This is an optimization exercise on Yosys and OpenROAD, whose aim is small area, a short achievable clock period and few clock cycles per item, not a production implementation.
Function was checked by simulation only, so behaviour that the tests miss may differ from the original.

==> 10-22 <==
// aes256_enc
module aes256_enc (
    input  wire         clk,
    input  wire         rst,         
    input  wire         in_valid,
    output wire         in_ready,
    input  wire [255:0] in_key,
    input  wire [127:0] in_data,
    output wire         out_valid,
    input  wire         out_ready,
    output wire [127:0] out_data
);
Settings: LEC_CHECK=0, CAP_MARGIN=20, CELL_PAD_IN_SITES_DETAIL_PLACEMENT=2, CELL_PAD_IN_SITES_GLOBAL_PLACEMENT=4, CORE_MARGIN=2, CORE_UTILIZATION=25, PLACE_DENSITY=0.4, SLEW_MARGIN=20; clock period 7.0 ns.
run.sh (not shown) runs the stock make flow with config.mk's settings and CLKGATE_MAP_FILE= SYNTH_SCRIPT=/design/flow/synth_recipe.tcl, a recipe that flattens the netlist after the stock synthesis.
==> 08-17 (differences from 10-22) <==
--- a/flow/design.v
+++ b/flow/design.v
@@ -38,28 +38,16 @@
             c[6] = a[3]&b[3];
             gf4_mul = {c[3]^c[6], c[2]^c[5]^c[6], c[1]^c[4]^c[5], c[0]^c[4]};
         end
     endfunction
     function automatic [3:0] gf4_inv(input [3:0] d);
-        case (d)
-            4'h0: gf4_inv = 4'h0;
-            4'h1: gf4_inv = 4'h1;
-            4'h2: gf4_inv = 4'h9;
-            4'h3: gf4_inv = 4'he;
-            4'h4: gf4_inv = 4'hd;
-            4'h5: gf4_inv = 4'hb;
-            4'h6: gf4_inv = 4'h7;
-            4'h7: gf4_inv = 4'h6;
-            4'h8: gf4_inv = 4'hf;
-            4'h9: gf4_inv = 4'h2;
-            4'ha: gf4_inv = 4'hc;
-            4'hb: gf4_inv = 4'h5;
-            4'hc: gf4_inv = 4'ha;
-            4'hd: gf4_inv = 4'h4;
-            4'he: gf4_inv = 4'h3;
-            4'hf: gf4_inv = 4'h8;
-        endcase
+        begin
+            gf4_inv[0] = d[0] ^ d[1] ^ d[2] ^ (d[0]&d[2]) ^ (d[1]&d[2]) ^ (d[0]&d[1]&d[2]) ^ d[3] ^ (d[1]&d[2]&d[3]);
+            gf4_inv[1] = (d[0]&d[1]) ^ (d[0]&d[2]) ^ (d[1]&d[2]) ^ d[3] ^ (d[1]&d[3]) ^ (d[0]&d[1]&d[3]);
+            gf4_inv[2] = (d[0]&d[1]) ^ d[2] ^ (d[0]&d[2]) ^ d[3] ^ (d[0]&d[3]) ^ (d[0]&d[2]&d[3]);
+            gf4_inv[3] = d[1] ^ d[2] ^ d[3] ^ (d[0]&d[3]) ^ (d[1]&d[3]) ^ (d[2]&d[3]) ^ (d[1]&d[2]&d[3]);
+        end
     endfunction
     wire [3:0] di = gf4_inv(d);
     assign ci = {gf4_mul(c[7:4], di), gf4_mul(c[7:4] ^ c[3:0], di)};
 endmodule
 module aes_sb_out (
@@ -161,33 +149,33 @@
             assign mc[127-32*c-16 -: 8] = a0 ^ a1 ^ x2 ^ x3 ^ a3;
             assign mc[127-32*c-24 -: 8] = x0 ^ a0 ^ a1 ^ a2 ^ x3;
         end
     endgenerate
     wire [7:0]  rcon = r2[0] ? (8'h01 << r2[3:1]) : 8'h00;
-    wire [31:0] kw_t = (r2[0] ? {ksub[23:0], ksub[31:24]} : ksub) ^ {rcon, 24'h000000};
+    wire [31:0] kw_t = ksub ^ {rcon, 24'h000000};
     wire [31:0] p_0 = ka2[127:96];
     wire [31:0] p_1 = p_0 ^ ka2[95:64];
     wire [31:0] p_2 = p_1 ^ ka2[63:32];
     wire [31:0] p_3 = p_2 ^ ka2[31:0];
     wire [127:0] k_next = {p_0 ^ kw_t, p_1 ^ kw_t, p_2 ^ kw_t, p_3 ^ kw_t};
-    wire turn      = (t2 == tag_out) && !ovalid;
-    wire fin       = v2 && !p2 && (r2 == 4'd14);
-    wire out_fin   = fin && turn;
-    wire out_park  = v2 && p2 && h2 && turn;
-    wire write_out = out_fin || out_park;
-    wire enter     = fin && !turn;
-    wire free      = !v2 || write_out;
-    wire accept    = free && in_valid;
+    reg  free, write_out, out_park, enter;
+    wire [1:0] tag_out_n = tag_out + {1'b0, write_out};
+    wire       ovalid_n  = write_out || (ovalid && !out_ready);
+    wire       turn_n    = (t1 == tag_out_n) && !ovalid_n;
+    wire       fin_n     = v1 && !p1 && (r1 == 4'd14);
+    wire       opark_n   = v1 && p1 && h1 && turn_n;
+    wire       wout_n    = (fin_n && turn_n) || opark_n;
+    wire accept = free && in_valid;
     assign in_ready = free;
     wire [127:0] result = (sr & {128{!out_park}}) ^ kb2;
     always @(posedge clk) begin
         s1_c <= c_n;
         s1_d <= d_n;
         ka1  <= ka0;
         kb1  <= kb0;
-        kc1  <= kc_n;
-        kd1  <= kd_n;
+        kc1  <= r0[0] ? {kc_n[23:0], kc_n[31:24]} : kc_n;
+        kd1  <= r0[0] ? {kd_n[11:0], kd_n[15:12]} : kd_n;
         p1   <= p0;
         h1   <= h0;
         r1   <= r0;
         t1   <= t0;
         s2   <= ci_n;
@@ -212,15 +200,23 @@
             v1      <= 1'b0;
             v2      <= 1'b0;
             ovalid  <= 1'b0;
             tag_in  <= 2'd0;
             tag_out <= 2'd0;
+            free      <= 1'b1;
+            write_out <= 1'b0;
+            out_park  <= 1'b0;
+            enter     <= 1'b0;
         end else begin
+            free      <= !v1 || wout_n;
+            write_out <= wout_n;
+            out_park  <= opark_n;
+            enter     <= fin_n && !turn_n;
             v1      <= v0;
             v2      <= v1;
             v0      <= free ? in_valid : v2;
-            ovalid  <= write_out || (ovalid && !out_ready);
+            ovalid  <= ovalid_n;
             if (accept)
                 tag_in <= tag_in + 2'd1;
             if (write_out)
                 tag_out <= tag_out + 2'd1;
         end
==> flow/flow/run.sh (new file) <==
#!/bin/bash
# The standard layout, with the port buffers that the placement step inserts
# on every input and output made sky130_fd_sc_hd__buf_2 (the default picks a
# delay cell). Everything else is the standard flow's own flow (standard.sh).
set -euo pipefail
export BUFFER_PORTS_ARGS="-buffer_cell sky130_fd_sc_hd__buf_2"
bash standard.sh > standard.log 2>&1
==> flow/standard.sh (new file) <==
#!/bin/bash
# synth_recipe.tcl (not shown) runs the flow's synth.tcl, then flattens the netlist and writes it again
# the make line also repeats each setting of config.mk as NAME=value (left out here)
make -C /OpenROAD-flow-scripts/flow DESIGN_CONFIG=/design/flow/config.mk WORK_HOME=/design/flow/orfs CLKGATE_MAP_FILE= SYNTH_SCRIPT=/design/flow/synth_recipe.tcl "${@:-finish}"
- CELL_PAD_IN_SITES_DETAIL_PLACEMENT: 2 -> 0
- CELL_PAD_IN_SITES_GLOBAL_PLACEMENT: 4 -> 1
- CORE_UTILIZATION: 25 -> 55
- CTS_CLUSTER_DIAMETER: not set -> 80
- CTS_CLUSTER_SIZE: not set -> 25
- PLACE_DENSITY: 0.4 -> 0.7
- SETUP_SLACK_MARGIN: not set -> 4.3
removed: flow/run.sh
==> summary of the runs <==
- In 10-22 the flip-flop and latch count is lower than in 08-17, by 8.
- In 10-22 the core utilization is lower than in 08-17, by 32 points.
- Of 10-22 and 08-17, 10-22 has the higher die area (gap 110%, measured against 08-17).
- Between 10-22 and 08-17, the lower critical path depth is in 08-17 (gap 7).
- Between 10-22 and 08-17, the lower clock skew is in 08-17 (gap 0.012 ns).
- Between 08-17 and 10-22, the lower wire length is in 08-17 (gap about 30%, measured against 10-22).
- In 08-17 the hold slack is worse than in 10-22, by 0.0021 ns.
Testbench counts of 10-22, summed over its fixed seeds: cycles 28,912, blocks 2,048.
Testbench counts of 08-17, summed over its fixed seeds: cycles 28,912, blocks 2,048.

-- port drivers added, routing unchanged --
No port has a modelled driver above. Below, the same layouts with a new extraction and two added sets of constraints.
Step 1 assumes that a clkbuf_16 drives the clock port and a buf_2 every other input.
Step 2 also shifts input and output timing later by t, the mid clock arrival at the registers, as if the neighbouring blocks saw the same clock.
Three values: no drivers, after step 1, after step 2; two values: the first two.
run	t (ns)	setup WS [ns]	hold slack, ns	worst setup path at the end	pins driven straight from the clock port
10-22	0.934	1.765 / 1.664 / 2.454	0.313 / 0.313 / 0.313	register to register	1
08-17	0.792	4.013 / 3.927 / 4.292	0.311 / 0.311 / 0.311	register to register	1
After both steps every run listed still meets setup and hold.
